This is an optimization exercise on Yosys and OpenROAD, whose aim is small area, a short achievable clock period and few clock cycles per item, not a production implementation. In this exercise RTL edits were held to simulation tests only and were not proved equivalent to the original. Power and IR drop assume default switching activity. The flow treats the clock pin as an ideal source, which a real chip does not have.

## mxq_block
module mxq_block (
    input  wire         clk,
    input  wire         rst,         
    input  wire         in_valid,
    output wire         in_ready,
    input  wire [31:0]  in_data,     
    input  wire [2:0]   in_fmt,      
    input  wire         in_rmode,    
    output wire         out_valid,
    input  wire         out_ready,
    output wire [7:0]   out_scale,
    output wire [255:0] out_elems,
    output wire [5:0]   out_flush,
    output wire         out_nan
);
Size: ~2,100 cells after synthesis, about 930 flip-flops, about 310 I/O pins, roughly 30,000 um^2 of cells after synthesis.
export LEC_CHECK = 0
export CAP_MARGIN = 20
export CORE_MARGIN = 2
export CORE_UTILIZATION = 65
export PLACE_DENSITY = 0.75
export SLEW_MARGIN = 20
create_clock -name core_clock -period 14.0 [get_ports {clk}]
standard.sh (not shown) runs the stock make flow with config.mk's settings and CLKGATE_MAP_FILE= SYNTH_SCRIPT=/design/flow/synth_recipe.tcl, a recipe that flattens the netlist after the stock synthesis.
==> flow/flow/run.sh <==
#!/bin/bash
# Layout flow: the standard layout (standard synthesis, floorplan,
# placement, CTS, routing) with two changes:
#  * the input and output ports are buffered with sky130_fd_sc_hd__buf_1
#    instead of the delay buffer that buffer_ports picks by default (every
#    port still gets its own buffer);
#  * timing repair aims for more setup slack than the default, so that it
#    works on the paths that set the achieved period. The clock period and
#    the I/O constraints are the design's, unchanged;
#  * clock tree: larger sink clusters and no dummy loads.
set -euo pipefail
export BUFFER_PORTS_ARGS="-buffer_cell sky130_fd_sc_hd__buf_1"
export SETUP_SLACK_MARGIN=9.9
export CTS_ARGS="-sink_clustering_enable -repair_clock_nets -sink_clustering_size 32 -sink_clustering_max_diameter 100 -dont_use_dummy_load"
bash standard.sh "BUFFER_PORTS_ARGS=$BUFFER_PORTS_ARGS" "SETUP_SLACK_MARGIN=$SETUP_SLACK_MARGIN" "CTS_ARGS=$CTS_ARGS" finish > standard_flow.log 2>&1
test -f out/final.def
Testbench counts at the start, summed over its fixed seeds: cycles 16,664, items 512.
==> next run, changes <==
--- a/flow/flow/run.sh
+++ b/flow/flow/run.sh
@@ -14 +14 @@
-export CTS_ARGS="-sink_clustering_enable -repair_clock_nets -sink_clustering_size 32 -sink_clustering_max_diameter 100 -dont_use_dummy_load"
+export CTS_ARGS="-sink_clustering_enable -repair_clock_nets -sink_clustering_size 28 -sink_clustering_max_diameter 90 -dont_use_dummy_load"
Result:
- The new run ran to the end with no violations
- power grows slightly
- global-route usage climbs by 0.14 points
- non-clock buffer count stays the same
- via count goes up slightly
- final cell count hardly moves
- area after synthesis is unchanged
- count of clock-buffer cells in the layout climbs by 5
- design area is higher slightly
- first-iteration DRC count grows by roughly a tenth
- clock power is higher by a few percent
==> next run, changes <==
--- a/flow/flow/run.sh
+++ b/flow/flow/run.sh
@@ -4 +4 @@
-#  * the input and output ports are buffered with sky130_fd_sc_hd__buf_1
+#  * the input and output ports are buffered with sky130_fd_sc_hd__buf_2
@@ -12 +12 @@
-export BUFFER_PORTS_ARGS="-buffer_cell sky130_fd_sc_hd__buf_1"
+export BUFFER_PORTS_ARGS="-buffer_cell sky130_fd_sc_hd__buf_2"
@@ -14 +14 @@
-export CTS_ARGS="-sink_clustering_enable -repair_clock_nets -sink_clustering_size 28 -sink_clustering_max_diameter 90 -dont_use_dummy_load"
+export CTS_ARGS="-sink_clustering_enable -repair_clock_nets -sink_clustering_size 24 -sink_clustering_max_diameter 100 -dont_use_dummy_load"
What happened: Combinational power stays flat. Total power came out higher by about 1.4%. Wire length came out higher by 0.72%. Critical path depth stays the same. Sequential power is about the same. Register-to-register slack loses 0.04 ns. Hold slack improves by 0.0092 ns. Cell area is higher by 1.4%. Final cell count barely changes.
==> next run, changes <==
--- a/flow/flow/run.sh
+++ b/flow/flow/run.sh
@@ -4 +4 @@
-#  * the input and output ports are buffered with sky130_fd_sc_hd__buf_2
+#  * the input and output ports are buffered with sky130_fd_sc_hd__buf_1
@@ -12 +12 @@
-export BUFFER_PORTS_ARGS="-buffer_cell sky130_fd_sc_hd__buf_2"
+export BUFFER_PORTS_ARGS="-buffer_cell sky130_fd_sc_hd__buf_1"
Total power is about the same.
Sequential power barely changes.
Routed wire length stays flat.
Clock-buffer cell count does not change.
Worst hold slack gains 0.0081 ns.
Die area does not change.
First-iteration DRC count goes down by 5.1%.
==> next run, changes <==
--- a/flow/flow/run.sh
+++ b/flow/flow/run.sh
@@ -14 +14 @@
-export CTS_ARGS="-sink_clustering_enable -repair_clock_nets -sink_clustering_size 24 -sink_clustering_max_diameter 100 -dont_use_dummy_load"
+export CTS_ARGS="-sink_clustering_enable -repair_clock_nets -sink_clustering_size 16 -sink_clustering_max_diameter 80 -sink_clustering_buffer sky130_fd_sc_hd__clkbuf_8 -dont_use_dummy_load"
Effect: The changed run ran to the end with no violations; critical path depth stays the same; synthesized cell count stays the same; die area does not change; design area went down by 0.32%; area after synthesis stays the same; via count went up by 0.54%; first-iteration DRC count went up by 6.7%; combinational power barely changes; total power went down by 1.4%.

## separate check: timing with driven ports
Ports are ideal in the flow. The routed layouts listed here were re-timed in OpenROAD.
Step 1 (the two cells are an assumption about what drives the block):
set clk [get_ports {clk}]
set_driving_cell -lib_cell sky130_fd_sc_hd__clkbuf_16 $clk
set_driving_cell -lib_cell sky130_fd_sc_hd__buf_2 [delete_from_list [all_inputs] $clk]
Step 2, shift: input delay + t, output delay - t, t = (earliest + latest rising clock arrival at the registers) / 2. This alone moves slack from input paths to output paths.
Three values: no drivers, after step 1, after step 2; two values: the first two.
| run | t (ns) | setup slack, ns | slew at the worst register clock pin (ns) |
|---|---|---|---|
| the first run | 0.613 | 9.933 / 9.879 / 9.487 | 0.12 / 0.12 |
| the second run | 0.621 | 9.938 / 9.884 / 9.463 | 0.10 / 0.10 |
| the third run | 0.625 | 9.941 / 9.890 / 9.496 | 0.10 / 0.10 |
| the fourth run | 0.636 | 9.935 / 9.880 / 9.445 | 0.10 / 0.10 |
| the fifth run | 0.604 | 9.946 / 9.892 / 9.487 | 0.11 / 0.11 |
After both steps every run listed still meets setup and hold. The setup slack of the fourth run, which loses most, moves by -0.055 ns with the drivers and by -0.490 ns with both steps.
